Source: an optimization exercise on an open RTL-to-GDS flow (aim: small area, a short achievable clock period and few clock cycles per item). Production flows keep margins and buffers that such runs may drop.
Function was not checked in any run shown here: the RTL went through the layout flow alone.

==> flow/design.v, too long to show whole: its modules and the start of the top module <==
// module loop_frame: 502 lines
// module lf_mac32: 1765 lines
// module lf_mac33: 1793 lines
// module lf_add33: 127 lines
module loop_frame (
    input  wire        clk,
    input  wire        rst,
    input  wire        cmd_valid,
    output wire        cmd_ready,
    input  wire [1:0]  cmd_op,
    input  wire [5:0]  cmd_addr,
    input  wire [31:0] cmd_data,
    input  wire [31:0] in_y,
    input  wire [31:0] in_r,
    input  wire [31:0] in_x1,
    input  wire [31:0] in_x2,
    input  wire [31:0] in_x3,
    output reg         out_valid,
    output reg  [31:0] out_value,
    output reg  [1:0]  out_lim,
    output reg  [11:0] out_flags
);
  // ...
==> flow/flow/run.sh <==
#!/bin/bash
# Layout flow: the standard ORFS flow (standard.sh), with repair_timing aimed
# at a setup slack margin so that the critical paths are sized for a short period.
# The clock period and all constraints stay the design's. Each make/tool output
# goes to its own log in this folder (ORFS also keeps its per-step logs under orfs/logs).
set -euo pipefail
MARGIN=24
bash standard.sh SYNTH_ARGS=-noabc SETUP_SLACK_MARGIN=$MARGIN MATCH_CELL_FOOTPRINT=0 synth > flow_synth.log 2>&1
bash standard.sh SETUP_SLACK_MARGIN=$MARGIN MATCH_CELL_FOOTPRINT=0 floorplan > flow_floorplan.log 2>&1
bash standard.sh SETUP_SLACK_MARGIN=$MARGIN MATCH_CELL_FOOTPRINT=0 place > flow_place.log 2>&1
bash standard.sh SETUP_SLACK_MARGIN=$MARGIN MATCH_CELL_FOOTPRINT=0 cts > flow_cts.log 2>&1
bash standard.sh SETUP_SLACK_MARGIN=$MARGIN MATCH_CELL_FOOTPRINT=0 route > flow_route.log 2>&1
bash standard.sh SETUP_SLACK_MARGIN=$MARGIN MATCH_CELL_FOOTPRINT=0 finish > flow_finish.log 2>&1
==> flow/standard.sh <==
#!/bin/bash
# synth_recipe.tcl (not shown) runs the flow's synth.tcl, then flattens the netlist and writes it again
# the make line also repeats each setting of config.mk as NAME=value (left out here)
make -C /OpenROAD-flow-scripts/flow DESIGN_CONFIG=/design/flow/config.mk WORK_HOME=/design/flow/orfs CLKGATE_MAP_FILE= SYNTH_SCRIPT=/design/flow/synth_recipe.tcl "${@:-finish}"
==> flow/config.mk <==
export PLATFORM = sky130hd
export DESIGN_NAME = loop_frame
export DESIGN_NICKNAME = loop_frame
export VERILOG_FILES = /design/flow/design.v
export SDC_FILE = /design/flow/constraint.sdc
export NUM_CORES = 8
export LEC_CHECK = 0
export ABC_AREA = 1
export CAP_MARGIN = 20
export CORE_MARGIN = 2
export CORE_UTILIZATION = 40
export SLEW_MARGIN = 20
export TNS_END_PERCENT = 0
==> flow/constraint.sdc <==
create_clock -name core_clock -period 32.0 [get_ports {clk}]
set_input_delay 6.4000 -clock core_clock [delete_from_list [all_inputs] [get_ports {clk}]]
set_output_delay 6.4000 -clock core_clock [all_outputs]
set_load 0.01 [all_outputs]
==> impl_metrics.toml, run 1 <==
[status]
status = "no timing/DRC/antenna violations"

[routing]
vias = 248100

[synth]
synthTopCellsByCount = "nand2_1, xor2_1, inv_1, fa_1, o22ai_1"
ys_seq_elements = 2672
syn_area_um2 = 259100
synth_edf_count = 933
synthMuxAreaShare = 0.001343

[run]
cap_violations = 0

[floorplan]
num_rows = 295
chipHeight_um = 808.8
start_util = 0.4015
die-area_um2 = 654100

[finish]
layout-drive-gt1-share = 0.1232
final_cell_count_no_fill = 39450
most-common-layout-cells = "nand2_1, xor2_1, inv_1"
clock_buffers = 430
layout_commonest_cell = "nand2_1"

[sta]
tightest_slew_ns = 1.359
fin_crit_sh = 0.2709

[grt]
grt_max_degree = 136
busiest_layer = "met2"
==> module loop_frame, before the edit <==
module loop_frame (
    input  wire        clk,
    input  wire        rst,
    input  wire        cmd_valid,
    output wire        cmd_ready,
    input  wire [1:0]  cmd_op,
    input  wire [5:0]  cmd_addr,
    input  wire [31:0] cmd_data,
    input  wire [31:0] in_y,
    input  wire [31:0] in_r,
    input  wire [31:0] in_x1,
    input  wire [31:0] in_x2,
    input  wire [31:0] in_x3,
    output reg         out_valid,
    output reg  [31:0] out_value,
    output reg  [1:0]  out_lim,
    output reg  [11:0] out_flags
);
    localparam [31:0] SMAX = 32'h7fffffff;
    localparam [31:0] SMIN = 32'h80000000;
    localparam [31:0] ONE  = 32'h01000000;
    localparam F_SHAPE = 0, F_ERROR = 1, F_PID = 2, F_INTEG = 3, F_BQ0 = 4,
               F_BQ1 = 5, F_BQ2 = 6, F_BQ3 = 7, F_FF = 8, F_CLAMP = 9,
               F_RATE = 10, F_PSAT = 11;
    function [31:0] sat33;
        input [32:0] x;
        begin
            if (x[32] != x[31]) sat33 = x[32] ? SMIN : SMAX;
            else sat33 = x[31:0];
        end
    endfunction
    function ov33;
        input [32:0] x;
        begin
            ov33 = (x[32] != x[31]);
        end
    endfunction
    function [31:0] sat34;
        input [33:0] x;
        begin
            if (x[33] & ~(&x[32:31])) sat34 = SMIN;
            else if (~x[33] & (|x[32:31])) sat34 = SMAX;
            else sat34 = x[31:0];
        end
    endfunction
    function ov34;
        input [33:0] x;
        begin
            ov34 = (x[33] & ~(&x[32:31])) | (~x[33] & (|x[32:31]));
        end
    endfunction
    function [32:0] sx33;
        input [31:0] v;
        begin
            sx33 = {v[31], v};
        end
    endfunction
    function [33:0] sx34;
        input [31:0] v;
        begin
            sx34 = {{2{v[31]}}, v};
        end
    endfunction
    function [64:0] mrow;
        input        ai;
        input [64:0] acc;
        input [31:0] add;
        begin
            mrow = ai ? acc : {9'd0, ~add[31], add[30:0], 1'b0, 23'h7fffff};
        end
    endfunction
    reg  [5:0] sl;
    wire [5:0] sl_n = {sl[4:0], sl[5]};
    reg        init;
    reg        rdy;
    reg        cv_q, acc_q, rst_q;
    reg  [1:0] op_q;
    reg  [5:0] ad_q;
    assign cmd_ready = rdy;
    wire acc_cmd   = rdy;
    wire acc_frame = acc_cmd & (op_q != 2'd3);
    wire acc_wr    = acc_cmd & (op_q == 2'd3);
    reg       vA, vB, vC;
    reg [1:0] opA, opB, opC;
    wire nA = vA & (opA == 2'd0), pA = vA & (opA == 2'd1), wA = nA | pA;
    wire nB = vB & (opB == 2'd0), pB = vB & (opB == 2'd1), wB = nB | pB;
    wire nC = vC & (opC == 2'd0), pC = vC & (opC == 2'd1), wC = nC | pC;
    wire vA_n = sl[0] ? acc_frame : vA;
    wire vB_n = sl[0] ? vA : vB;
    wire vC_n = sl[0] ? vB : (vC & ~sl[1]);
    wire pB_n = sl[0] ? pA : pB;
    reg       rg_v;
    reg [1:0] rg_u;      
    reg [5:0] rg_s;
    always @(*) begin
        rg_v = 1'b1; rg_u = 2'd0; rg_s = 6'd0;
        case (ad_q)
            6'd0:  begin rg_u = 2'd0; rg_s = 6'b000100; end    
            6'd2:  begin rg_u = 2'd0; rg_s = 6'b100000; end    
            6'd3:  begin rg_u = 2'd1; rg_s = 6'b100000; end    
            6'd4:  begin rg_u = 2'd2; rg_s = 6'b100000; end    
            6'd16: begin rg_u = 2'd0; rg_s = 6'b000010; end    
            6'd17: begin rg_u = 2'd1; rg_s = 6'b000010; end    
            6'd18: begin rg_u = 2'd1; rg_s = 6'b010000; end    
            6'd19: begin rg_u = 2'd1; rg_s = 6'b001000; end    
            6'd20: begin rg_u = 2'd1; rg_s = 6'b000001; end    
            6'd21: begin rg_u = 2'd1; rg_s = 6'b000100; end    
            6'd22: begin rg_u = 2'd2; rg_s = 6'b000100; end    
            6'd23: begin rg_u = 2'd3; rg_s = 6'b000100; end    
            6'd24: begin rg_u = 2'd2; rg_s = 6'b001000; end    
            6'd25: begin rg_u = 2'd3; rg_s = 6'b001000; end    
            6'd26: begin rg_u = 2'd0; rg_s = 6'b001000; end    
            6'd27: begin rg_u = 2'd0; rg_s = 6'b010000; end    
            6'd28: begin rg_u = 2'd2; rg_s = 6'b000001; end    
            6'd29: begin rg_u = 2'd0; rg_s = 6'b000001; end    
            6'd30: begin rg_u = 2'd2; rg_s = 6'b000010; end    
            6'd31: begin rg_u = 2'd2; rg_s = 6'b010000; end    
            6'd32: begin rg_u = 2'd3; rg_s = 6'b010000; end    
            6'd33: begin rg_u = 2'd3; rg_s = 6'b000001; end    
            6'd34: begin rg_u = 2'd3; rg_s = 6'b100000; end    
            6'd35: begin rg_u = 2'd3; rg_s = 6'b000010; end    
            default: rg_v = 1'b0;
        endcase
    end
    wire wr_plain  = (ad_q == 6'd1) | (ad_q == 6'd5) | (ad_q == 6'd6) | (ad_q == 6'd7) |
                     (ad_q == 6'd8) | (ad_q == 6'd9) | (ad_q == 6'd10) | (ad_q == 6'd11) |
                     (ad_q == 6'd12) | (ad_q == 6'd13) | (ad_q == 6'd62);
    wire busy_n = vA_n | vB_n | vC_n;
    wire init_n = init & ~sl[5];
    wire wr_ok  = rg_v ? (~busy_n & (|(sl_n & rg_s))) :
                  wr_plain ? ~busy_n : 1'b1;
    wire cmd_ok = (op_q != 2'd3) ? sl_n[0] : wr_ok;
    always @(posedge clk) begin
        if (rst) begin
            sl   <= 6'b000001;
            init <= 1'b1;
            rdy  <= 1'b0;
            cv_q <= 1'b0;
            acc_q <= 1'b0;
            rst_q <= 1'b1;
            vA   <= 1'b0;
            vB   <= 1'b0;
            vC   <= 1'b0;
            opA  <= 2'd0;
            opB  <= 2'd0;
            opC  <= 2'd0;
        end else begin
            sl   <= sl_n;
            init <= init_n;
            rdy  <= cv_q & ~acc_q & ~rst_q & ~acc_cmd & ~init_n & cmd_ok;
            cv_q <= cmd_valid;
            acc_q <= acc_cmd;
            rst_q <= 1'b0;
            vC   <= vC_n;
            if (sl[0]) begin
                vB  <= vA;
                opC <= opB;
                opB <= opA;
                vA  <= acc_frame;
                opA <= op_q;
            end
        end
    end
    always @(posedge clk) begin
        op_q <= cmd_op;
        ad_q <= cmd_addr;
    end
    reg [191:0] ring0, ring1, ring2, ring4;
    wire [31:0] c0 = ring0[31:0], c1 = ring1[31:0], c2 = ring2[31:0], c4 = ring4[31:0];
    wire wr_r0 = acc_wr & rg_v & (rg_u == 2'd0);
    wire wr_r1 = acc_wr & rg_v & (rg_u == 2'd1);
    wire wr_r2 = acc_wr & rg_v & (rg_u == 2'd2);
    wire wr_r4 = acc_wr & rg_v & (rg_u == 2'd3);
    wire [31:0] def0 = (sl[1] | sl[2] | sl[3]) ? ONE : 32'd0;
    wire [31:0] def1 = sl[2] ? ONE : 32'd0;
    wire [31:0] def2 = sl[4] ? ONE : 32'd0;
    always @(posedge clk) begin
        ring0 <= {wr_r0 ? cmd_data : (init ? def0 : c0), ring0[191:32]};
        ring1 <= {wr_r1 ? cmd_data : (init ? def1 : c1), ring1[191:32]};
        ring2 <= {wr_r2 ? cmd_data : (init ? def2 : c2), ring2[191:32]};
        ring4 <= {wr_r4 ? cmd_data : (init ? 32'd0 : c4), ring4[191:32]};
    end
    reg [31:0] p_dr, p_bias, p_k1, p_k2, p_k3, p_omin, p_omax, p_du, p_ostart;
    reg        p_rev;
    always @(posedge clk) begin
        if (rst_q) begin
            p_dr     <= SMAX;
            p_bias   <= 32'd0;
            p_k1     <= 32'd0;
            p_k2     <= 32'd0;
            p_k3     <= 32'd0;
            p_omin   <= SMIN;
            p_omax   <= SMAX;
            p_du     <= SMAX;
            p_ostart <= 32'd0;
            p_rev    <= 1'b0;
        end else if (acc_wr) begin
            case (ad_q)
                6'd1:  p_dr     <= cmd_data;
                6'd5:  p_bias   <= cmd_data;
                6'd6:  p_k1     <= cmd_data;
                6'd7:  p_k2     <= cmd_data;
                6'd8:  p_k3     <= cmd_data;
                6'd9:  p_omin   <= cmd_data;
                6'd10: p_omax   <= cmd_data;
                6'd11: p_du     <= cmd_data;
                6'd12: p_ostart <= cmd_data;
                6'd13: p_rev    <= cmd_data[0];
                default: ;
            endcase
        end
    end
    reg [31:0] r_q, y_q, x2_q, x3_q, t_q;
    reg [31:0] p_q, gi_q, d_q, f_q, u_q;
    reg [31:0] b0_q, b1_q, b2_q, b3_q;
    reg [64:0] acc0, acc1, acc2, acc3, acc4;
    reg [11:0] flA, flB;
    reg [31:0] st_rs, st_eprev, st_i;
    reg [31:0] s1_0, s1_1, s1_2, s1_3, s2_0, s2_1, s2_2, s2_3;
    reg [7:0]  zf;
    wire [7:0] zw;       
    wire       zclr;
    wire [7:0] zf_n = zclr ? 8'hff : (zf & ~zw);
    reg        st_fz;
    reg       g0, i0, t0, a0s11, a0s12, a0s22, a0u;
    reg       g1, i1, t1, a1s20, a1s11, a1u;
    reg       g2, i2, t2, a2s21, a2s13, a2u;
    reg       i3, t3, a3b, y3k1, y3k2;
    reg       g4, i4, t4, a4s23;
    always @(posedge clk) begin
        i0    <= sl_n[0];
        g0    <= sl_n[0] | ((sl_n[1] | sl_n[3]) & pB_n);
        t0    <= sl_n[4];
        a0s11 <= sl_n[1] & ~pB_n & ~zf_n[0];
        a0s12 <= sl_n[3] & ~pB_n & ~zf_n[2];
        a0u   <= (sl_n[1] | sl_n[3]) & pB_n;
        a0s22 <= sl_n[4] & ~zf_n[6];
        i1    <= sl_n[0] | sl_n[3];
        g1    <= sl_n[0] | sl_n[3] | (sl_n[2] & pB_n);
        t1    <= sl_n[1] | sl_n[4];
        a1s20 <= sl_n[1] & ~zf_n[4];
        a1s11 <= sl_n[2] & ~pB_n & ~zf_n[1];
        a1u   <= sl_n[2] & pB_n;
        i2    <= sl_n[1] | sl_n[3];
        g2    <= sl_n[1] | sl_n[3] | (sl_n[4] & pB_n);
        t2    <= sl_n[0] | sl_n[2];
        a2s21 <= sl_n[2] & ~zf_n[5];
        a2s13 <= sl_n[4] & ~pB_n & ~zf_n[3];
        a2u   <= sl_n[4] & pB_n;
        i3    <= sl_n[2] | sl_n[5];
        t3    <= sl_n[1] | sl_n[2];
        a3b   <= sl_n[1];
        y3k1  <= sl_n[1];
        y3k2  <= sl_n[2];
        i4    <= sl_n[1] | sl_n[3] | sl_n[5];
        g4    <= sl_n[1] | sl_n[3] | sl_n[5];
        t4    <= sl_n[0] | sl_n[2] | sl_n[4];
        a4s23 <= sl_n[4] & ~zf_n[7];
    end
    reg  [31:0] xq0, xq1, xq4;
    reg  [32:0] xq2;
    wire [31:0] ad0 = ({32{a0s11}} & s1_0) | ({32{a0s12}} & s1_2) | ({32{a0s22}} & s2_2) | ({32{a0u}} & u_q);
    wire [31:0] ad1 = ({32{a1s20}} & s2_0) | ({32{a1s11}} & s1_1) | ({32{a1u}} & u_q);
    wire [31:0] ad2 = ({32{a2s21}} & s2_1) | ({32{a2s13}} & s1_3) | ({32{a2u}} & u_q);
    wire [31:0] ad3 = {32{a3b}} & p_bias;
    wire [31:0] ad4 = {32{a4s23}} & s2_3;
    reg  [31:0] xq3;     
    wire [31:0] c3  = y3k1 ? p_k1 : (y3k2 ? p_k2 : p_k3);
    wire [64:0] z0, z1, z2, z3, z4;
    wire [31:0] r0, r1, r2, r3, r4;
    wire        s0, s1, s2, s3, s4;
    lf_mac32 u0 (.x(xq0), .y(c0), .neg(g0), .row(mrow(i0, acc0, ad0)), .st(t0), .z(z0), .r(r0), .s(s0));
    lf_mac32 u1 (.x(xq1), .y(c1), .neg(g1), .row(mrow(i1, acc1, ad1)), .st(t1), .z(z1), .r(r1), .s(s1));
    lf_mac33 u2 (.x(xq2), .y(c2), .neg(g2), .row(mrow(i2, acc2, ad2)), .st(t2), .z(z2), .r(r2), .s(s2));
    lf_mac32 u3 (.x(xq3), .y(c3), .neg(1'b0), .row(mrow(i3, acc3, ad3)), .st(t3), .z(z3), .r(r3), .s(s3));
    lf_mac32 u4 (.x(xq4), .y(c4), .neg(g4), .row(mrow(i4, acc4, ad4)), .st(t4), .z(z4), .r(r4), .s(s4));
    wire [32:0] dr_full;
    lf_add33 a_dr (.a(sx33(r_q)), .b(~sx33(st_rs)), .ci(1'b1), .s(dr_full));
    wire [31:0] dr_new   = sat33(dr_full);
    wire [31:0] step_q   = p_q;
    wire [32:0] st_pl    = sx33(step_q) + sx33(p_dr);
    wire [32:0] st_mi    = sx33(p_dr) - sx33(step_q);
    wire        sel_dr   = p_dr[31] | st_mi[32];
    wire        sel_nd   = ~p_dr[31] & st_pl[32];
    wire [31:0] step_c   = sel_dr ? p_dr : (sel_nd ? ~p_dr : step_q);
    wire [32:0] rs_full;
    lf_add33 a_rs (.a(sx33(st_rs)), .b(sx33(step_c)), .ci(sel_nd), .s(rs_full));
    wire [31:0] e_pa     = p_rev ? y_q : st_rs;
    wire [31:0] e_pb     = p_rev ? st_rs : y_q;
    wire [32:0] e_full   = sx33(e_pa) - sx33(e_pb);
    wire [31:0] e_new    = sat33(e_full);
    wire [32:0] ed_new   = sx33(e_new) - sx33(st_eprev);
    wire        gi_pos   = ~gi_q[31] & (|gi_q[30:0]);
    wire        i_cond   = ~((out_lim == 2'b01) & gi_pos) & ~((out_lim == 2'b11) & gi_q[31]);
    wire [32:0] i_full   = sx33(st_i) + sx33(gi_q);
    wire [31:0] i_new    = i_cond ? sat33(i_full) : st_i;
    wire [32:0] pd       = sx33(p_q) + sx33(d_q);
    wire [33:0] u_full   = {pd[32], pd} + sx34(i_new);
    wire [32:0] pu_full  = sx33(t_q) - sx33(f_q);
    wire [31:0] pu       = sat33(pu_full);
    wire [33:0] pi_full  = sx34(pu) - {pd[32], pd};
    wire [31:0] u_new    = pA ? pu : sat34(u_full);
    reg  [32:0] h1_q, l1_q;
    reg  [31:0] bmin_q, prev_q;
    wire [32:0] lo_q, hi_q;
    lf_add33 a_lo (.a(sx33(prev_q)), .b(~sx33(p_du)), .ci(1'b1), .s(lo_q));
    lf_add33 a_hi (.a(sx33(prev_q)), .b(sx33(p_du)), .ci(1'b0), .s(hi_q));
    always @(posedge clk) begin
        if (sl[0] & pA) prev_q <= t_q;
        if (sl[1] & ~pB) prev_q <= out_value;
        bmin_q <= ($signed(p_omin) < $signed(p_omax)) ? p_omin : p_omax;
        h1_q <= ($signed(sx33(p_omax)) < $signed(hi_q)) ? sx33(p_omax) : hi_q;
        l1_q <= ($signed(lo_q) > $signed(sx33(bmin_q))) ?
                    (($signed(lo_q) < $signed(hi_q)) ? lo_q : hi_q) :
                    (($signed(sx33(bmin_q)) < $signed(hi_q)) ? sx33(bmin_q) : hi_q);
    end
    wire [32:0] v_full   = sx33(pB ? u_q : b3_q) + sx33(f_q);
    wire [31:0] v_sat    = sat33(v_full);
    wire [32:0] hh       = ($signed(h1_q) > $signed(l1_q)) ? h1_q : l1_q;
    wire        v_gt_hh  = $signed(sx33(v_sat)) > $signed(hh);
    wire        v_lt_l1  = $signed(sx33(v_sat)) < $signed(l1_q);
    wire [1:0]  lim_new  = v_gt_hh ? 2'b01 : (v_lt_l1 ? 2'b11 : 2'b00);
    wire [32:0] w_rt     = v_lt_l1 ? l1_q : (v_gt_hh ? hh : sx33(v_sat));
    wire        v_gt_mx  = $signed(v_sat) > $signed(p_omax);
    wire        v_lt_bm  = $signed(v_sat) < $signed(bmin_q);
    wire [31:0] o_val    = v_gt_mx ? p_omax : (v_lt_bm ? bmin_q : v_sat);
    reg  [31:0] o_q;
    reg  [32:0] wrt_q;
    reg         ovo_q;
    always @(posedge clk) begin
        if (sl[5]) begin
            o_q   <= o_val;
            wrt_q <= w_rt;
            ovo_q <= v_gt_mx | v_lt_bm;
        end
    end
    wire        w_gt_mx  = $signed(wrt_q) > $signed(sx33(p_omax));
    wire        w_lt_bm  = $signed(wrt_q) < $signed(sx33(bmin_q));
    wire [31:0] w_fin    = w_gt_mx ? p_omax : (w_lt_bm ? bmin_q : wrt_q[31:0]);
    wire        f_clamp  = ovo_q | w_gt_mx | w_lt_bm;
    wire        f_rate   = (wrt_q != sx33(o_q));
    wire lreset = acc_wr & (ad_q == 6'd62);
    always @(posedge clk) begin
        if (sl[0]) begin
            r_q  <= in_r;
            y_q  <= in_y;
            x2_q <= in_x2;
            x3_q <= in_x3;
            t_q  <= cmd_data;
        end
        if (sl[0]) xq3 <= in_x1;
        if (sl[1]) xq3 <= x2_q;
        if (sl[4]) xq3 <= x3_q;
        p_q    <= r0;
        gi_q   <= r1;
        d_q    <= st_fz ? 32'd0 : r2;
        if (sl[5]) f_q <= r3;
        if (sl[0]) u_q <= u_new;
        if (sl[1]) b0_q <= r0;
        if (sl[2]) b1_q <= r1;
        if (sl[3]) b2_q <= r0;
        if (sl[4]) b3_q <= r2;
        if (t0) acc0 <= z0;
        if (t1) acc1 <= z1;
        acc2 <= z2;
        if (t3) acc3 <= z3;
        acc4 <= z4;
        case (1'b1)
            sl[0]: begin
                xq0 <= u_new;                    
                xq1 <= u_new;                    
                xq2 <= sx33(pB ? u_q : b2_q);    
                xq4 <= pB ? u_q : b3_q;          
            end
            sl[1]: begin
                xq0 <= dr_new;                   
                xq1 <= pB ? u_q : r0;            
                xq2 <= sx33(r0);                 
                xq4 <= pB ? u_q : r0;            
            end
            sl[2]: begin
                xq0 <= pB ? u_q : r1;            
                xq1 <= b0_q;                     
                xq2 <= sx33(r1);                 
                xq4 <= pB ? u_q : r1;            
            end
            sl[3]: begin
                xq0 <= b1_q;                     
                xq1 <= u_q;                      
                xq2 <= sx33(pB ? u_q : r0);      
                xq4 <= r0;                       
            end
            sl[4]: begin
                xq0 <= e_new;                    
                xq1 <= e_new;                    
                xq2 <= ed_new;                   
                xq4 <= r2;                       
            end
            default: begin
                xq0 <= b2_q;                     
                xq1 <= pB ? u_q : b0_q;          
                xq2 <= sx33(pB ? u_q : b1_q);    
                xq4 <= pB ? u_q : b2_q;          
            end
        endcase
    end
    always @(posedge clk) begin
        if (rst_q) begin
            st_rs <= 32'd0; st_eprev <= 32'd0; st_i <= 32'd0; st_fz <= 1'b0;
            out_value <= 32'd0; out_lim <= 2'd0;
        end else if (lreset) begin
            st_rs <= cmd_data; st_eprev <= 32'd0; st_i <= 32'd0;
            out_value <= p_ostart; out_lim <= 2'd0;
        end else begin
            if (sl[3] & vA) st_rs <= sat33(rs_full);
            if (sl[5] & vA) st_fz <= (opA == 2'd2);
            if (sl[5] & wA) st_eprev <= xq0;
            if (sl[0] & nA) st_i <= i_new;
            if (sl[0] & pA) st_i <= sat34(pi_full);
            if (sl[5] & wB) out_lim <= lim_new;
            if (sl[0] & wB) out_value <= w_fin;
        end
    end
    assign zw[0] = (sl[1] & pB) | (sl[3] & nB);
    assign zw[1] = (sl[2] & pB) | (sl[3] & nB);
    assign zw[2] = (sl[3] & pB) | (sl[0] & nB);
    assign zw[3] = (sl[4] & pB) | (sl[5] & nB);
    assign zw[4] = sl[0] & wB;
    assign zw[5] = sl[3] & wB;
    assign zw[6] = sl[1] & wC;
    assign zw[7] = sl[1] & wC;
    assign zclr  = rst_q | lreset;
    always @(posedge clk) begin
        zf <= zf_n;
        if (sl[1] & pB) s1_0 <= r0;
        if (sl[3] & nB) s1_0 <= r1;
        if (zw[4]) s2_0 <= r1;
        if (sl[2] & pB) s1_1 <= r1;
        if (sl[3] & nB) s1_1 <= r2;
        if (zw[5]) s2_1 <= r4;
        if (sl[3] & pB) s1_2 <= r0;
        if (sl[0] & nB) s1_2 <= r0;
        if (zw[6]) s2_2 <= r2;
        if (sl[4] & pB) s1_3 <= r2;
        if (sl[5] & nB) s1_3 <= r4;
        if (zw[7]) s2_3 <= r4;
    end
    always @(posedge clk) begin
        if (rst) begin
            out_valid <= 1'b0;
            out_flags <= 12'd0;
            flA <= 12'd0;
            flB <= 12'd0;
        end else begin
            out_valid <= sl[1] & vC;
            if (sl[0]) begin
                out_flags <= flB
                           | ((nB & s0) ? (12'd1 << F_BQ2) : 12'd0)
                           | ((wB & s1) ? (12'd1 << F_BQ0) : 12'd0)
                           | ((wB & f_clamp) ? (12'd1 << F_CLAMP) : 12'd0)
                           | ((wB & f_rate) ? (12'd1 << F_RATE) : 12'd0);
                flB <= flA
                     | ((nA & i_cond & ov33(i_full)) ? (12'd1 << F_INTEG) : 12'd0)
                     | ((nA & ov34(u_full)) ? (12'd1 << F_PID) : 12'd0)
                     | ((pA & (ov33(pu_full) | ov34(pi_full))) ? (12'd1 << F_PSAT) : 12'd0);
                flA <= 12'd0;
            end else begin
                case (1'b1)
                    sl[1]: begin
                        if (vA & ov33(dr_full)) flA[F_SHAPE] <= 1'b1;
                        if (wB & s0) flB[F_BQ0] <= 1'b1;
                        if (wC & s2) out_flags[F_BQ2] <= 1'b1;
                        if (wC & s4) out_flags[F_BQ3] <= 1'b1;
                    end
                    sl[2]: begin
                        if (vA & s0) flA[F_SHAPE] <= 1'b1;
                        if (wB & s1) flB[F_BQ1] <= 1'b1;
                    end
                    sl[3]: begin
                        if (vA & ov33(rs_full)) flA[F_SHAPE] <= 1'b1;
                        if (wB & s0) flB[F_BQ2] <= 1'b1;
                        if (nB & s1) flB[F_BQ0] <= 1'b1;
                        if (nB & s2) flB[F_BQ1] <= 1'b1;
                        if (wB & s4) flB[F_BQ1] <= 1'b1;
                    end
                    sl[4]: begin
                        if (wA & ov33(e_full)) flA[F_ERROR] <= 1'b1;
                        if (wB & s2) flB[F_BQ3] <= 1'b1;
                    end
                    sl[5]: begin
                        if (wA & (s0 | (s2 & ~st_fz))) flA[F_PID] <= 1'b1;
                        if (nA & s1) flA[F_INTEG] <= 1'b1;
                        if (wA & s3) flA[F_FF] <= 1'b1;
                        if (nB & s4) flB[F_BQ3] <= 1'b1;
                        if (wB & ov33(v_full)) flB[F_FF] <= 1'b1;
                    end
                    default: ;
                endcase
            end
        end
    end
endmodule
==> run 2: changes to the inputs <==
--- a/flow/design.v
+++ b/flow/design.v
@@ -56,16 +56,30 @@
         end
     endfunction
     function [33:0] sx34;
         input [31:0] v;
         begin
             sx34 = {{2{v[31]}}, v};
         end
     endfunction
+    function [47:0] benc;
+        input [31:0] y;
+        input        ng;
+        reg   [32:0] yb;
+        integer k;
+        begin
+            yb = {y, 1'b0};
+            for (k = 0; k < 16; k = k + 1) begin
+                benc[k]      = yb[2*k] ^ yb[2*k+1];
+                benc[16 + k] = (yb[2*k+2] & ~yb[2*k+1] & ~yb[2*k]) | (~yb[2*k+2] & yb[2*k+1] & yb[2*k]);
+                benc[32 + k] = yb[2*k+2] ^ ng;
+            end
+        end
+    endfunction
     function [64:0] mrow;
         input        ai;
         input [64:0] acc;
         input [31:0] add;
         begin
             mrow = ai ? acc : {9'd0, ~add[31], add[30:0], 1'b0, 23'h7fffff};
         end
     endfunction
@@ -217,68 +231,74 @@
     reg [11:0] flA, flB;
     reg [31:0] st_rs, st_eprev, st_i;
     reg [31:0] s1_0, s1_1, s1_2, s1_3, s2_0, s2_1, s2_2, s2_3;
     reg [7:0]  zf;
     wire [7:0] zw;       
     wire       zclr;
     wire [7:0] zf_n = zclr ? 8'hff : (zf & ~zw);
     reg        st_fz;
-    reg       g0, i0, t0, a0s11, a0s12, a0s22, a0u;
-    reg       g1, i1, t1, a1s20, a1s11, a1u;
-    reg       g2, i2, t2, a2s21, a2s13, a2u;
-    reg       i3, t3, a3b, y3k1, y3k2;
-    reg       g4, i4, t4, a4s23;
+    reg       i0, t0, a0s11, a0s12, a0s22, a0u;
+    reg       i1, t1, a1s20, a1s11, a1u;
+    reg       i2, t2, a2s21, a2s13, a2u;
+    reg       i3, t3, a3b;
+    reg       i4, t4, a4s23;
+    wire      g0n = sl_n[0] | ((sl_n[1] | sl_n[3]) & pB_n);
+    wire      g1n = sl_n[0] | sl_n[3] | (sl_n[2] & pB_n);
+    wire      g2n = sl_n[1] | sl_n[3] | (sl_n[4] & pB_n);
+    wire      g4n = sl_n[1] | sl_n[3] | sl_n[5];
+    wire [31:0] c3n = sl_n[1] ? p_k1 : (sl_n[2] ? p_k2 : p_k3);
+    reg  [47:0] bq0, bq1, bq2, bq3, bq4;
+    always @(posedge clk) begin
+        bq0 <= benc(ring0[63:32], g0n);
+        bq1 <= benc(ring1[63:32], g1n);
+        bq2 <= benc(ring2[63:32], g2n);
+        bq3 <= benc(c3n, 1'b0);
+        bq4 <= benc(ring4[63:32], g4n);
+    end
     always @(posedge clk) begin
         i0    <= sl_n[0];
-        g0    <= sl_n[0] | ((sl_n[1] | sl_n[3]) & pB_n);
         t0    <= sl_n[4];
         a0s11 <= sl_n[1] & ~pB_n & ~zf_n[0];
         a0s12 <= sl_n[3] & ~pB_n & ~zf_n[2];
         a0u   <= (sl_n[1] | sl_n[3]) & pB_n;
         a0s22 <= sl_n[4] & ~zf_n[6];
         i1    <= sl_n[0] | sl_n[3];
-        g1    <= sl_n[0] | sl_n[3] | (sl_n[2] & pB_n);
         t1    <= sl_n[1] | sl_n[4];
         a1s20 <= sl_n[1] & ~zf_n[4];
         a1s11 <= sl_n[2] & ~pB_n & ~zf_n[1];
         a1u   <= sl_n[2] & pB_n;
         i2    <= sl_n[1] | sl_n[3];
-        g2    <= sl_n[1] | sl_n[3] | (sl_n[4] & pB_n);
         t2    <= sl_n[0] | sl_n[2];
         a2s21 <= sl_n[2] & ~zf_n[5];
         a2s13 <= sl_n[4] & ~pB_n & ~zf_n[3];
         a2u   <= sl_n[4] & pB_n;
         i3    <= sl_n[2] | sl_n[5];
         t3    <= sl_n[1] | sl_n[2];
         a3b   <= sl_n[1];
-        y3k1  <= sl_n[1];
-        y3k2  <= sl_n[2];
         i4    <= sl_n[1] | sl_n[3] | sl_n[5];
-        g4    <= sl_n[1] | sl_n[3] | sl_n[5];
         t4    <= sl_n[0] | sl_n[2] | sl_n[4];
         a4s23 <= sl_n[4] & ~zf_n[7];
     end
     reg  [31:0] xq0, xq1, xq4;
     reg  [32:0] xq2;
     wire [31:0] ad0 = ({32{a0s11}} & s1_0) | ({32{a0s12}} & s1_2) | ({32{a0s22}} & s2_2) | ({32{a0u}} & u_q);
     wire [31:0] ad1 = ({32{a1s20}} & s2_0) | ({32{a1s11}} & s1_1) | ({32{a1u}} & u_q);
     wire [31:0] ad2 = ({32{a2s21}} & s2_1) | ({32{a2s13}} & s1_3) | ({32{a2u}} & u_q);
     wire [31:0] ad3 = {32{a3b}} & p_bias;
     wire [31:0] ad4 = {32{a4s23}} & s2_3;
     reg  [31:0] xq3;     
-    wire [31:0] c3  = y3k1 ? p_k1 : (y3k2 ? p_k2 : p_k3);
     wire [64:0] z0, z1, z2, z3, z4;
     wire [31:0] r0, r1, r2, r3, r4;
     wire        s0, s1, s2, s3, s4;
-    lf_mac32 u0 (.x(xq0), .y(c0), .neg(g0), .row(mrow(i0, acc0, ad0)), .st(t0), .z(z0), .r(r0), .s(s0));
-    lf_mac32 u1 (.x(xq1), .y(c1), .neg(g1), .row(mrow(i1, acc1, ad1)), .st(t1), .z(z1), .r(r1), .s(s1));
-    lf_mac33 u2 (.x(xq2), .y(c2), .neg(g2), .row(mrow(i2, acc2, ad2)), .st(t2), .z(z2), .r(r2), .s(s2));
-    lf_mac32 u3 (.x(xq3), .y(c3), .neg(1'b0), .row(mrow(i3, acc3, ad3)), .st(t3), .z(z3), .r(r3), .s(s3));
-    lf_mac32 u4 (.x(xq4), .y(c4), .neg(g4), .row(mrow(i4, acc4, ad4)), .st(t4), .z(z4), .r(r4), .s(s4));
+    lf_mac32 u0 (.x(xq0), .bo(bq0[15:0]), .bt(bq0[31:16]), .bn(bq0[47:32]), .row(mrow(i0, acc0, ad0)), .st(t0), .z(z0), .r(r0), .s(s0));
+    lf_mac32 u1 (.x(xq1), .bo(bq1[15:0]), .bt(bq1[31:16]), .bn(bq1[47:32]), .row(mrow(i1, acc1, ad1)), .st(t1), .z(z1), .r(r1), .s(s1));
+    lf_mac33 u2 (.x(xq2), .bo(bq2[15:0]), .bt(bq2[31:16]), .bn(bq2[47:32]), .row(mrow(i2, acc2, ad2)), .st(t2), .z(z2), .r(r2), .s(s2));
+    lf_mac32 u3 (.x(xq3), .bo(bq3[15:0]), .bt(bq3[31:16]), .bn(bq3[47:32]), .row(mrow(i3, acc3, ad3)), .st(t3), .z(z3), .r(r3), .s(s3));
+    lf_mac32 u4 (.x(xq4), .bo(bq4[15:0]), .bt(bq4[31:16]), .bn(bq4[47:32]), .row(mrow(i4, acc4, ad4)), .st(t4), .z(z4), .r(r4), .s(s4));
     wire [32:0] dr_full;
     lf_add33 a_dr (.a(sx33(r_q)), .b(~sx33(st_rs)), .ci(1'b1), .s(dr_full));
     wire [31:0] dr_new   = sat33(dr_full);
     wire [31:0] step_q   = p_q;
     wire [32:0] st_pl    = sx33(step_q) + sx33(p_dr);
     wire [32:0] st_mi    = sx33(p_dr) - sx33(step_q);
     wire        sel_dr   = p_dr[31] | st_mi[32];
     wire        sel_nd   = ~p_dr[31] & st_pl[32];
@@ -497,90 +517,90 @@
                     default: ;
                 endcase
             end
         end
     end
 endmodule
 module lf_mac32 (
     input  wire [31:0] x,
-    input  wire [31:0] y,
-    input  wire        neg,
+    input  wire [15:0] bo,
+    input  wire [15:0] bt,
+    input  wire [15:0] bn,
     input  wire [64:0] row,
     input  wire        st,
     output wire [64:0] z,
     output wire [31:0] r,
     output wire        s
 );
-    wire [32:0] yb = {y, 1'b0};
     wire [33:0] xs = {{2{x[31]}}, x};
     wire [33:0] x2 = {x[31], x, 1'b0};
-    wire d0_one = yb[0] ^ yb[1];
-    wire d0_two = (yb[2] & ~yb[1] & ~yb[0]) | (~yb[2] & yb[1] & yb[0]);
-    wire d0_neg = yb[2] ^ neg;
+    wire d0_one = bo[0];
+    wire d0_two = bt[0];
+    wire d0_neg = bn[0];
     wire [33:0] d0_p = (({34{d0_one}} & xs) | ({34{d0_two}} & x2)) ^ {34{d0_neg}};
-    wire d1_one = yb[2] ^ yb[3];
-    wire d1_two = (yb[4] & ~yb[3] & ~yb[2]) | (~yb[4] & yb[3] & yb[2]);
-    wire d1_neg = yb[4] ^ neg;
+    wire d1_one = bo[1];
+    wire d1_two = bt[1];
+    wire d1_neg = bn[1];
     wire [33:0] d1_p = (({34{d1_one}} & xs) | ({34{d1_two}} & x2)) ^ {34{d1_neg}};
-    wire d2_one = yb[4] ^ yb[5];
-    wire d2_two = (yb[6] & ~yb[5] & ~yb[4]) | (~yb[6] & yb[5] & yb[4]);
-    wire d2_neg = yb[6] ^ neg;
+    wire d2_one = bo[2];
+    wire d2_two = bt[2];
+    wire d2_neg = bn[2];
     wire [33:0] d2_p = (({34{d2_one}} & xs) | ({34{d2_two}} & x2)) ^ {34{d2_neg}};
-    wire d3_one = yb[6] ^ yb[7];
-    wire d3_two = (yb[8] & ~yb[7] & ~yb[6]) | (~yb[8] & yb[7] & yb[6]);
-    wire d3_neg = yb[8] ^ neg;
+    wire d3_one = bo[3];
+    wire d3_two = bt[3];
+    wire d3_neg = bn[3];
     wire [33:0] d3_p = (({34{d3_one}} & xs) | ({34{d3_two}} & x2)) ^ {34{d3_neg}};
-    wire d4_one = yb[8] ^ yb[9];
-    wire d4_two = (yb[10] & ~yb[9] & ~yb[8]) | (~yb[10] & yb[9] & yb[8]);
-    wire d4_neg = yb[10] ^ neg;
+    wire d4_one = bo[4];
+    wire d4_two = bt[4];
+    wire d4_neg = bn[4];
     wire [33:0] d4_p = (({34{d4_one}} & xs) | ({34{d4_two}} & x2)) ^ {34{d4_neg}};
-    wire d5_one = yb[10] ^ yb[11];
-    wire d5_two = (yb[12] & ~yb[11] & ~yb[10]) | (~yb[12] & yb[11] & yb[10]);
-    wire d5_neg = yb[12] ^ neg;
+    wire d5_one = bo[5];
+    wire d5_two = bt[5];
+    wire d5_neg = bn[5];
     wire [33:0] d5_p = (({34{d5_one}} & xs) | ({34{d5_two}} & x2)) ^ {34{d5_neg}};
-    wire d6_one = yb[12] ^ yb[13];
-    wire d6_two = (yb[14] & ~yb[13] & ~yb[12]) | (~yb[14] & yb[13] & yb[12]);
-    wire d6_neg = yb[14] ^ neg;
+    wire d6_one = bo[6];
+    wire d6_two = bt[6];
+    wire d6_neg = bn[6];
     wire [33:0] d6_p = (({34{d6_one}} & xs) | ({34{d6_two}} & x2)) ^ {34{d6_neg}};
-    wire d7_one = yb[14] ^ yb[15];
-    wire d7_two = (yb[16] & ~yb[15] & ~yb[14]) | (~yb[16] & yb[15] & yb[14]);
-    wire d7_neg = yb[16] ^ neg;
+    wire d7_one = bo[7];
+    wire d7_two = bt[7];
+    wire d7_neg = bn[7];
     wire [33:0] d7_p = (({34{d7_one}} & xs) | ({34{d7_two}} & x2)) ^ {34{d7_neg}};
-    wire d8_one = yb[16] ^ yb[17];
-    wire d8_two = (yb[18] & ~yb[17] & ~yb[16]) | (~yb[18] & yb[17] & yb[16]);
-    wire d8_neg = yb[18] ^ neg;
+    wire d8_one = bo[8];
+    wire d8_two = bt[8];
+    wire d8_neg = bn[8];
     wire [33:0] d8_p = (({34{d8_one}} & xs) | ({34{d8_two}} & x2)) ^ {34{d8_neg}};
-    wire d9_one = yb[18] ^ yb[19];
-    wire d9_two = (yb[20] & ~yb[19] & ~yb[18]) | (~yb[20] & yb[19] & yb[18]);
-    wire d9_neg = yb[20] ^ neg;
+    wire d9_one = bo[9];
+    wire d9_two = bt[9];
+    wire d9_neg = bn[9];
     wire [33:0] d9_p = (({34{d9_one}} & xs) | ({34{d9_two}} & x2)) ^ {34{d9_neg}};
-    wire d10_one = yb[20] ^ yb[21];
-    wire d10_two = (yb[22] & ~yb[21] & ~yb[20]) | (~yb[22] & yb[21] & yb[20]);
-    wire d10_neg = yb[22] ^ neg;
+    wire d10_one = bo[10];
+    wire d10_two = bt[10];
+    wire d10_neg = bn[10];
     wire [33:0] d10_p = (({34{d10_one}} & xs) | ({34{d10_two}} & x2)) ^ {34{d10_neg}};
-    wire d11_one = yb[22] ^ yb[23];
-    wire d11_two = (yb[24] & ~yb[23] & ~yb[22]) | (~yb[24] & yb[23] & yb[22]);
-    wire d11_neg = yb[24] ^ neg;
+    wire d11_one = bo[11];
+    wire d11_two = bt[11];
+    wire d11_neg = bn[11];
     wire [33:0] d11_p = (({34{d11_one}} & xs) | ({34{d11_two}} & x2)) ^ {34{d11_neg}};
-    wire d12_one = yb[24] ^ yb[25];
-    wire d12_two = (yb[26] & ~yb[25] & ~yb[24]) | (~yb[26] & yb[25] & yb[24]);
-    wire d12_neg = yb[26] ^ neg;
+    wire d12_one = bo[12];
+    wire d12_two = bt[12];
+    wire d12_neg = bn[12];
     wire [33:0] d12_p = (({34{d12_one}} & xs) | ({34{d12_two}} & x2)) ^ {34{d12_neg}};
-    wire d13_one = yb[26] ^ yb[27];
-    wire d13_two = (yb[28] & ~yb[27] & ~yb[26]) | (~yb[28] & yb[27] & yb[26]);
-    wire d13_neg = yb[28] ^ neg;
+    wire d13_one = bo[13];
+    wire d13_two = bt[13];
+    wire d13_neg = bn[13];
     wire [33:0] d13_p = (({34{d13_one}} & xs) | ({34{d13_two}} & x2)) ^ {34{d13_neg}};
-    wire d14_one = yb[28] ^ yb[29];
-    wire d14_two = (yb[30] & ~yb[29] & ~yb[28]) | (~yb[30] & yb[29] & yb[28]);
-    wire d14_neg = yb[30] ^ neg;
+    wire d14_one = bo[14];
+    wire d14_two = bt[14];
+    wire d14_neg = bn[14];
     wire [33:0] d14_p = (({34{d14_one}} & xs) | ({34{d14_two}} & x2)) ^ {34{d14_neg}};
-    wire d15_one = yb[30] ^ yb[31];
-    wire d15_two = (yb[32] & ~yb[31] & ~yb[30]) | (~yb[32] & yb[31] & yb[30]);
-    wire d15_neg = yb[32] ^ neg;
+    wire d15_one = bo[15];
+    wire d15_two = bt[15];
+    wire d15_neg = bn[15];
     wire [33:0] d15_p = (({34{d15_one}} & xs) | ({34{d15_two}} & x2)) ^ {34{d15_neg}};
     wire s1 = d0_p[22] ^ d1_p[20];
     wire s2 = d0_p[22] & d1_p[20];
     wire s3 = d0_p[23] ^ d1_p[21];
     wire s4 = d0_p[23] & d1_p[21];
     wire s5 = d0_p[24] ^ d1_p[22] ^ d2_p[20];
     wire s6 = (d0_p[24] & d1_p[22]) | (d0_p[24] & d2_p[20]) | (d1_p[22] & d2_p[20]);
     wire s7 = d3_p[18] ^ d4_p[16];
@@ -2262,90 +2282,90 @@
     wire ovb_n = hb[40] & ~(&hb[39:31]);
     wire [31:0] ra = ova_p ? 32'h7fffffff : (ova_n ? 32'h80000000 : ha[31:0]);
     wire [31:0] rb = ovb_p ? 32'h7fffffff : (ovb_n ? 32'h80000000 : hb[31:0]);
     assign r = cin ? rb : ra;
     assign s = cin ? (ovb_p | ovb_n) : (ova_p | ova_n);
 endmodule
 module lf_mac33 (
     input  wire [32:0] x,
-    input  wire [31:0] y,
-    input  wire        neg,
+    input  wire [15:0] bo,
+    input  wire [15:0] bt,
+    input  wire [15:0] bn,
     input  wire [64:0] row,
     input  wire        st,
     output wire [64:0] z,
     output wire [31:0] r,
     output wire        s
 );
-    wire [32:0] yb = {y, 1'b0};
     wire [34:0] xs = {{2{x[32]}}, x};
     wire [34:0] x2 = {x[32], x, 1'b0};
-    wire d0_one = yb[0] ^ yb[1];
-    wire d0_two = (yb[2] & ~yb[1] & ~yb[0]) | (~yb[2] & yb[1] & yb[0]);
-    wire d0_neg = yb[2] ^ neg;
+    wire d0_one = bo[0];
+    wire d0_two = bt[0];
+    wire d0_neg = bn[0];
     wire [34:0] d0_p = (({35{d0_one}} & xs) | ({35{d0_two}} & x2)) ^ {35{d0_neg}};
-    wire d1_one = yb[2] ^ yb[3];
-    wire d1_two = (yb[4] & ~yb[3] & ~yb[2]) | (~yb[4] & yb[3] & yb[2]);
-    wire d1_neg = yb[4] ^ neg;
+    wire d1_one = bo[1];
+    wire d1_two = bt[1];
+    wire d1_neg = bn[1];
     wire [34:0] d1_p = (({35{d1_one}} & xs) | ({35{d1_two}} & x2)) ^ {35{d1_neg}};
-    wire d2_one = yb[4] ^ yb[5];
-    wire d2_two = (yb[6] & ~yb[5] & ~yb[4]) | (~yb[6] & yb[5] & yb[4]);
-    wire d2_neg = yb[6] ^ neg;
+    wire d2_one = bo[2];
+    wire d2_two = bt[2];
+    wire d2_neg = bn[2];
     wire [34:0] d2_p = (({35{d2_one}} & xs) | ({35{d2_two}} & x2)) ^ {35{d2_neg}};
-    wire d3_one = yb[6] ^ yb[7];
-    wire d3_two = (yb[8] & ~yb[7] & ~yb[6]) | (~yb[8] & yb[7] & yb[6]);
-    wire d3_neg = yb[8] ^ neg;
+    wire d3_one = bo[3];
+    wire d3_two = bt[3];
+    wire d3_neg = bn[3];
     wire [34:0] d3_p = (({35{d3_one}} & xs) | ({35{d3_two}} & x2)) ^ {35{d3_neg}};
-    wire d4_one = yb[8] ^ yb[9];
-    wire d4_two = (yb[10] & ~yb[9] & ~yb[8]) | (~yb[10] & yb[9] & yb[8]);
-    wire d4_neg = yb[10] ^ neg;
+    wire d4_one = bo[4];
+    wire d4_two = bt[4];
+    wire d4_neg = bn[4];
     wire [34:0] d4_p = (({35{d4_one}} & xs) | ({35{d4_two}} & x2)) ^ {35{d4_neg}};
-    wire d5_one = yb[10] ^ yb[11];
-    wire d5_two = (yb[12] & ~yb[11] & ~yb[10]) | (~yb[12] & yb[11] & yb[10]);
-    wire d5_neg = yb[12] ^ neg;
+    wire d5_one = bo[5];
+    wire d5_two = bt[5];
+    wire d5_neg = bn[5];
     wire [34:0] d5_p = (({35{d5_one}} & xs) | ({35{d5_two}} & x2)) ^ {35{d5_neg}};
-    wire d6_one = yb[12] ^ yb[13];
-    wire d6_two = (yb[14] & ~yb[13] & ~yb[12]) | (~yb[14] & yb[13] & yb[12]);
-    wire d6_neg = yb[14] ^ neg;
+    wire d6_one = bo[6];
+    wire d6_two = bt[6];
+    wire d6_neg = bn[6];
     wire [34:0] d6_p = (({35{d6_one}} & xs) | ({35{d6_two}} & x2)) ^ {35{d6_neg}};
-    wire d7_one = yb[14] ^ yb[15];
-    wire d7_two = (yb[16] & ~yb[15] & ~yb[14]) | (~yb[16] & yb[15] & yb[14]);
-    wire d7_neg = yb[16] ^ neg;
+    wire d7_one = bo[7];
+    wire d7_two = bt[7];
+    wire d7_neg = bn[7];
     wire [34:0] d7_p = (({35{d7_one}} & xs) | ({35{d7_two}} & x2)) ^ {35{d7_neg}};
-    wire d8_one = yb[16] ^ yb[17];
-    wire d8_two = (yb[18] & ~yb[17] & ~yb[16]) | (~yb[18] & yb[17] & yb[16]);
-    wire d8_neg = yb[18] ^ neg;
+    wire d8_one = bo[8];
+    wire d8_two = bt[8];
+    wire d8_neg = bn[8];
     wire [34:0] d8_p = (({35{d8_one}} & xs) | ({35{d8_two}} & x2)) ^ {35{d8_neg}};
-    wire d9_one = yb[18] ^ yb[19];
-    wire d9_two = (yb[20] & ~yb[19] & ~yb[18]) | (~yb[20] & yb[19] & yb[18]);
-    wire d9_neg = yb[20] ^ neg;
+    wire d9_one = bo[9];
+    wire d9_two = bt[9];
+    wire d9_neg = bn[9];
     wire [34:0] d9_p = (({35{d9_one}} & xs) | ({35{d9_two}} & x2)) ^ {35{d9_neg}};
-    wire d10_one = yb[20] ^ yb[21];
-    wire d10_two = (yb[22] & ~yb[21] & ~yb[20]) | (~yb[22] & yb[21] & yb[20]);
-    wire d10_neg = yb[22] ^ neg;
+    wire d10_one = bo[10];
+    wire d10_two = bt[10];
+    wire d10_neg = bn[10];
     wire [34:0] d10_p = (({35{d10_one}} & xs) | ({35{d10_two}} & x2)) ^ {35{d10_neg}};
-    wire d11_one = yb[22] ^ yb[23];
-    wire d11_two = (yb[24] & ~yb[23] & ~yb[22]) | (~yb[24] & yb[23] & yb[22]);
-    wire d11_neg = yb[24] ^ neg;
+    wire d11_one = bo[11];
+    wire d11_two = bt[11];
+    wire d11_neg = bn[11];
     wire [34:0] d11_p = (({35{d11_one}} & xs) | ({35{d11_two}} & x2)) ^ {35{d11_neg}};
-    wire d12_one = yb[24] ^ yb[25];
-    wire d12_two = (yb[26] & ~yb[25] & ~yb[24]) | (~yb[26] & yb[25] & yb[24]);
-    wire d12_neg = yb[26] ^ neg;
+    wire d12_one = bo[12];
+    wire d12_two = bt[12];
+    wire d12_neg = bn[12];
     wire [34:0] d12_p = (({35{d12_one}} & xs) | ({35{d12_two}} & x2)) ^ {35{d12_neg}};
-    wire d13_one = yb[26] ^ yb[27];
-    wire d13_two = (yb[28] & ~yb[27] & ~yb[26]) | (~yb[28] & yb[27] & yb[26]);
-    wire d13_neg = yb[28] ^ neg;
+    wire d13_one = bo[13];
+    wire d13_two = bt[13];
+    wire d13_neg = bn[13];
     wire [34:0] d13_p = (({35{d13_one}} & xs) | ({35{d13_two}} & x2)) ^ {35{d13_neg}};
-    wire d14_one = yb[28] ^ yb[29];
-    wire d14_two = (yb[30] & ~yb[29] & ~yb[28]) | (~yb[30] & yb[29] & yb[28]);
-    wire d14_neg = yb[30] ^ neg;
+    wire d14_one = bo[14];
+    wire d14_two = bt[14];
+    wire d14_neg = bn[14];
     wire [34:0] d14_p = (({35{d14_one}} & xs) | ({35{d14_two}} & x2)) ^ {35{d14_neg}};
-    wire d15_one = yb[30] ^ yb[31];
-    wire d15_two = (yb[32] & ~yb[31] & ~yb[30]) | (~yb[32] & yb[31] & yb[30]);
-    wire d15_neg = yb[32] ^ neg;
+    wire d15_one = bo[15];
+    wire d15_two = bt[15];
+    wire d15_neg = bn[15];
     wire [34:0] d15_p = (({35{d15_one}} & xs) | ({35{d15_two}} & x2)) ^ {35{d15_neg}};
     wire s1 = d0_p[22] ^ d1_p[20];
     wire s2 = d0_p[22] & d1_p[20];
     wire s3 = d0_p[23] ^ d1_p[21];
     wire s4 = d0_p[23] & d1_p[21];
     wire s5 = d0_p[24] ^ d1_p[22] ^ d2_p[20];
     wire s6 = (d0_p[24] & d1_p[22]) | (d0_p[24] & d2_p[20]) | (d1_p[22] & d2_p[20]);
     wire s7 = d3_p[18] ^ d4_p[16];
--- a/flow/config.mk
+++ b/flow/config.mk
@@ -4,10 +4,11 @@
 export VERILOG_FILES = /design/flow/design.v
 export SDC_FILE = /design/flow/constraint.sdc
 export NUM_CORES = 8
 export LEC_CHECK = 0
 export ABC_AREA = 1
 export CAP_MARGIN = 20
 export CORE_MARGIN = 2
 export CORE_UTILIZATION = 40
+export PLACE_DENSITY = 0.7
 export SLEW_MARGIN = 20
 export TNS_END_PERCENT = 0
==> impl_metrics.toml, run 2 <==
[sta]
tightest_slew_ns = 1.359
rsz0062_at_grt = "true"
clock_skew_ns = 0.1044
fin_tns_setup_ns = 0
fin_crit_sh = 0.2670
fin_ws_ns = 23.46
period_minus_slack_ns = 8.545
finalSetupViolCount = 0
hold_violations = 0
max_freq_mhz = 117.0
max-slew-margin-rel = 0.09397
maxSlewViolCount = 0

[synth]
ys_seq_elements = 2904
avgSynthCellArea_um2 = 8.506
synth_edf_count = 933
synthTopCellsByCount = "nand2_1, inv_1, xor2_1, o22ai_1, fa_1"
syn_area_um2 = 265100
synth_top_flop_cell = "dfxtp_1"
synth_top_area_share = 0.1954
syn_inst = 31160
ys_async_sr_fraction = 0
synth.distinct_cells = 76
yosysMostFrequentCell = "nand2_1"
synth_area_leaders = "fa_1, dfxtp_1, edfxtp_1, xor2_1, nand2_1"
syn-num-nets = 35530
seq_area_frac_synth = 0.2546
ys_warn_count = 1
synth_area_leader_cell = "fa_1"

[clock_network]
cts_tree = "built"
root_buffer = "clkbuf_16"
htree_levels = 5
cts_buffers = 344
cts.sinks = 2904
cts_buffer_depth = 4
cts.clk_slew.worst_paths_ns = 0.07
clock_latency_ns = 1.12

[routing]
wl_met3_um = 178100
top_layer = "met5"
wl_per_cell_um = 34.39
drc = 0
avgViaCountPerCell = 6.210
drt_iter0_markers = 35430
vias = 248300
wl_met2_um = 567400
firstDrtPassIters = 10
finalWirelength_um = 1375000
drt-met1-wl_um = 508600
ant_nets = 1

[setup_path]
end_kind = "flop"
crit_path_start_kind = "input pin"
ff2ff_path_depth = 28
reg2reg_to = "b1_q[2]"
r2r_start = "xq1[25]"
setup.worst_path.end = "ring1[168]"
required_ns = 32.87
worstPathMaxFanout = 9
startpoint = "cmd_data[8]"
crit_arrival_ns = 9.42
regToRegSetupSlack_ns = 23.56
worstSetupPathType = "input pin to flop"

[floorplan]
start_util = 0.4007
ios = 251
die_x_um = 818.0
die-area_um2 = 669200
coreArea_um2 = 661400
chipHeight_um = 818.0
num_rows = 299

[finish]
layout_commonest_cell = "nand2_1"
layout-drive-gt1-share = 0.1048
most-common-layout-cells = "nand2_1, inv_1, xor2_1"
fillers = 64290
synthToLayoutAreaGrowth_pct = 12.89
final_nets = 35110

[min_path]
min_path_type = "flop to flop"

[grt]
grt_overflow = 0
antenna_found_initial = 197
grt_pass1_vias = 237600
grt_max_degree = 106
grt_pass1_wl_um = 1875000
grt_use_total = 0.3931

[placed_design]
place_congestion = 1.069
dp_hpwl_um = 1012000
place_ws_ns = 21.82
place.port_buffers = 250

[run]
cap_violations = 0

[status]
check.faults = "antenna rules"
status = "finished with violations"
run 2: area by class of cell:
class / count / area [um2] / share of cell area
Sequential cell: 2904 / 67880 / 0.2269
Inverter: 3301 / 12730 / 0.04256
Multi-Input combinational cell: 22940 / 182600 / 0.6104
Tap cell: 8729 / 10920 / 0.03650
Clock inverter: 188 / 2327 / 0.007778
Timing Repair Buffer: 1247 / 12370 / 0.04134
Antenna cell: 212 / 530.5 / 0.001773
Timing Repair inverter: 3 / 21.27 / 0.00007109
Clock buffer: 450 / 9778 / 0.03268
run 2: per-layer routing:
| layer | track usage | vias up |
|---|---|---|
| met1 | 0.4903 | 121700 |
| met2 | 0.5729 | 18590 |
| met5 | 0.0007123 | - |
| li1 | - | 103100 |
| met4 | 0.2651 | 116 |
| met3 | 0.1357 | 4729 |
run 2: worst max-delay path: stages:
cell and delay (ns):
clkdlybuf4s50_1 1.02, inv_1 1.09, buf_4 0.61, o21ai_0 0.20
run 2: logic make-up (layout without fill, tap and decap cells):
| group | count (synthesis) | in the layout | share of synthesized area |
|---|---|---|---|
| AO/OA/AOI/OAI | 6692 | 6696 | 0.1498 |
| buffers and inverters | 5326 | 5189 | 0.07635 |
| multiplexers | 90 | 90 | 0.003824 |
| flip-flops | 2904 | 2904 | 0.2546 |
| adder cells (fa/ha/maj) | 4167 | 4167 | 0.2700 |
| AND/OR/NAND/NOR | 8580 | 8587 | 0.1330 |
| XOR/XNOR | 3401 | 3401 | 0.1124 |
| other | 0 | 212 | 0 |
run 2: worst min-delay path by stage:
stage	start	end	slack (ns)	cells after the start
after global placement	ring1[177]	ring1[145]	0.31	0
after detailed placement	ring1[87]	ring1[55]	0.31	0
after floorplan	ring0[132]	ring0[100]	0.31	0
after CTS	ring1[127]	ring1[95]	0.29	0
final	ring2[119]	ring2[87]	0.29	0
after global routing	ring1[127]	ring1[95]	0.30	0
run 2: timing repair:
item / CTS / global route
pin swaps: 25 / 155
cloned: 7 / 22
resized for setup: 817 / 1064
hold buffers: 0 / 0
setup endpoints to repair: 901 / 901
setup buffers: 97 / 138
run 2: per-stage QoR:
| step | cell area, um2 | hold slack [ns] | utilization | instances |
|---|---|---|---|---|
| finish | 299200 | 0.2858 | 0.4524 | 39980 |
| global route | 298800 | 0.2969 | 0.4518 | 39820 |
| CTS | 292900 | 0.2882 | 0.4429 | 39600 |
| detailed placement | 277100 | 0.3121 | 0.4189 | 38860 |
| global placement | 276900 | 0.3096 | 0.4186 | 38850 |
| floorplan | 265100 | 0.3096 | - | 31160 |
==> run 3: changes to the inputs <==
--- a/flow/flow/run.sh
+++ b/flow/flow/run.sh
@@ -9,5 +9,5 @@
 bash standard.sh SETUP_SLACK_MARGIN=$MARGIN MATCH_CELL_FOOTPRINT=0 floorplan > flow_floorplan.log 2>&1
 bash standard.sh SETUP_SLACK_MARGIN=$MARGIN MATCH_CELL_FOOTPRINT=0 place > flow_place.log 2>&1
 bash standard.sh SETUP_SLACK_MARGIN=$MARGIN MATCH_CELL_FOOTPRINT=0 cts > flow_cts.log 2>&1
-bash standard.sh SETUP_SLACK_MARGIN=$MARGIN MATCH_CELL_FOOTPRINT=0 route > flow_route.log 2>&1
+bash standard.sh SETUP_SLACK_MARGIN=$MARGIN MATCH_CELL_FOOTPRINT=0 MAX_REPAIR_ANTENNAS_ITER_DRT=10 route > flow_route.log 2>&1
 bash standard.sh SETUP_SLACK_MARGIN=$MARGIN MATCH_CELL_FOOTPRINT=0 finish > flow_finish.log 2>&1
--- a/flow/config.mk
+++ b/flow/config.mk
@@ -10,5 +10,5 @@
 export CORE_MARGIN = 2
 export CORE_UTILIZATION = 40
 export PLACE_DENSITY = 0.7
-export SLEW_MARGIN = 20
+export SLEW_MARGIN = 30
 export TNS_END_PERCENT = 0
==> impl_metrics.toml, run 3 <==
[placed_design]
place.port_buffers = 250
dp_hpwl_um = 1013000
place_ws_ns = 22.03
place_congestion = 1.069
place_area_um2 = 277300

[finish]
synthToLayoutAreaGrowth_pct = 13.58
final_nets = 35170
layout-drive-gt1-share = 0.1115
fillers = 64210
most-common-layout-cells = "nand2_1, inv_1, xor2_1"
fin_area_um2 = 301000
layout_commonest_cell = "nand2_1"

[run]
cap_violations = 0

[setup_path]
slowest_stage = "a221oi_1"
cpMostUsedCell = "nand2_1"
worstPathMaxFanout = 22
regToRegSetupSlack_ns = 23.48
reg2reg_to = "xq2[15]"
crit_arrival_ns = 9.18
r2r_start = "a0s11"
crit_path_start_kind = "flop"
ff2ff_path_depth = 32
end_kind = "flop"
worstSetupPathType = "flop to flop"
setup.worst_path.end = "xq2[15]"
startpoint = "a0s11"
required_ns = 32.66
crit_path_max_incr_delay_ns = 0.96

[clock_network]
cts_hold_buffers = 0
cts_buffer_depth = 4
clock_latency_ns = 1.09
cts_buffers = 344
root_buffer = "clkbuf_16"
cts.clk_slew.worst_paths_ns = 0.07
htree_levels = 5
cts_tree = "built"
cts.sinks = 2904

[synth]
ys_seq_elements = 2904
syn-num-nets = 35530
syn_inst = 31160
ys_async_sr_fraction = 0
seq_area_frac_synth = 0.2546
synth_top_area_share = 0.1954
avgSynthCellArea_um2 = 8.506
synthTopCellsByCount = "nand2_1, inv_1, xor2_1, o22ai_1, fa_1"
synth.distinct_cells = 76
yosysMostFrequentCell = "nand2_1"
synth_area_leaders = "fa_1, dfxtp_1, edfxtp_1, xor2_1, nand2_1"
synth_area_leader_cell = "fa_1"
syn_area_um2 = 265100
synth_top_flop_cell = "dfxtp_1"
synth_edf_count = 933
ys_warn_count = 1

[floorplan]
die-area_um2 = 669200
die_x_um = 818.0
ios = 251
start_util = 0.4007
num_rows = 299
chipHeight_um = 818.0
coreArea_um2 = 661400

[sta]
clock_skew_ns = 0.08443
fin_crit_sh = 0.2663
hold_violations = 0
tightest_slew_ns = 1.242
fin_ws_ns = 23.48
finalSetupViolCount = 0
maxSlewViolCount = 0
rsz0062_at_grt = "true"
max_freq_mhz = 117.3
hold_ws_ns = 0.2899
period_minus_slack_ns = 8.522
max-slew-margin-rel = 0.1718
fin_tns_setup_ns = 0

[grt]
grt_pass1_vias = 237000
grt_use_total = 0.3932
grt_overflow = 0
antenna_found_initial = 202
grt_max_degree = 106
gr-usage-met3 = 0.1335
grt_pass1_wl_um = 1874000
use_met1 = 0.4916
grtUsageMet2 = 0.5725
busiest_layer = "met2"

[routing]
drt_iter0_markers = 36140
firstDrtPassIters = 12
drc = 0
finalWirelength_um = 1381000
ant_nets = 0
vias = 249100
wl_per_cell_um = 34.49
avgViaCountPerCell = 6.223

[min_path]
min_path_type = "flop to flop"

[status]
status = "no timing/DRC/antenna violations"
[run 3: cell types whose count changed in the layout (fill, tap and decap cells not counted), moves of 13 or more]
| cell | delta |
|---|---|
| nand2_1 | -18 |
| nor2_1 | -13 |
| fa_2 | +21 |
| buf_12 | +41 |
| ha_4 | +14 |
| o22ai_1 | -20 |
| dfxtp_1 | -14 |
| fa_1 | -21 |
| o22ai_2 | +20 |
[run 3: worst min path at each step]
stage                     depth (start not counted)    endpoint  startpoint
after detailed placement                          0   ring1[55]   ring1[87]
after global routing                              0   ring1[63]   ring1[95]
final                                             0   ring1[63]   ring1[95]
after floorplan                                   0  ring0[100]  ring0[132]
after CTS                                         0   ring1[63]   ring1[95]
after global placement                            0  ring1[145]  ring1[177]
[run 3: kinds of logic (layout without fill, tap and decap cells)]
group                    after synthesis  in the layout  share of synthesized area
buffers and inverters               5326           5243                    0.07635
adder cells (fa/ha/maj)             4167           4167                     0.2700
AO/OA/AOI/OAI                       6692           6694                     0.1498
other                                  0            216                          0
flip-flops                          2904           2904                     0.2546
multiplexers                          90             90                   0.003824
AND/OR/NAND/NOR                     8580           8586                     0.1330
XOR/XNOR                            3401           3401                     0.1124
[run 3: worst max-delay path: cells and delay by family, from the launching register on]
family,cells,cell delay [ns]
buffers and inverters,4,1.38
adders and majority gates,5,2.41
AOI/OAI and AO/OA,4,1.85
DFF,1,0.30
and+or+nand+nor,19,2.05
[run 3: cell type report]
type / instances / area (um2) / area share
diodes: 216 / 540.5 / 0.001796
multi-input cells: 22940 / 183500 / 0.6097
repair buffers: 1301 / 13360 / 0.04439
repair inverters: 5 / 31.28 / 0.0001039
inverters: 3301 / 12760 / 0.04238
well taps: 8729 / 10920 / 0.03628
clock buffers: 442 / 9641 / 0.03202
flip-flops and latches: 2904 / 67920 / 0.2256
clock inverters: 194 / 2335 / 0.007756
[run 3: routing by layer]
layer	vias to the layer above	wire length (um)
met5	-	941
met4	130	120500
met3	4871	178600
met2	19150	569200
met1	121800	511400
li1	103200	-
[run 3: repair_timing]
action	in CTS	in global routing
setup buffers	77	199
pin swaps	24	256
gates resized for setup	800	1365
setup endpoints to repair	923	884
gates cloned	5	34
[run 3: through the flow]
stage / utilization / instances
after floorplan: - / 31160
after global routing: 0.4545 / 39860
after global placement: 0.4186 / 38850
after detailed placement: 0.4192 / 38860
final: 0.4551 / 40030
after CTS: 0.4426 / 39580

afterwards: timing with drivers on the ports:
Ports are ideal in the flow. The routed layouts listed here were re-timed in OpenROAD. Step 1 (the two cells are an assumption about what drives the block):
set clk [get_ports {clk}]
set_driving_cell -lib_cell sky130_fd_sc_hd__clkbuf_16 $clk
set_driving_cell -lib_cell sky130_fd_sc_hd__buf_2 [delete_from_list [all_inputs] $clk]
Step 2 times the ports against the registers' clock, not the clock port: input delays grow and output delays shrink by t, the midpoint of the rising clock arrivals with the driver on. Slacks: no drivers / after step 1 / after step 2; pairs: no drivers / after step 1.
run	shift t [ns]	slack for setup (ns)	latest minus earliest clock arrival (ns)	slew at the worst register clock pin (ns)	pins driven straight from the clock port
run 1	1.179	23.332 / 23.332 / 22.819	0.107 / 0.106	0.09 / 0.09	1
run 2	1.200	23.455 / 23.489 / 22.289	0.109 / 0.109	0.08 / 0.08	1
run 3	1.188	23.478 / 23.478 / 22.639	0.085 / 0.085	0.09 / 0.09	1
For run 2, which loses most, drivers alone change the setup slack by +0.034 ns; drivers and shift together by -1.166 ns.
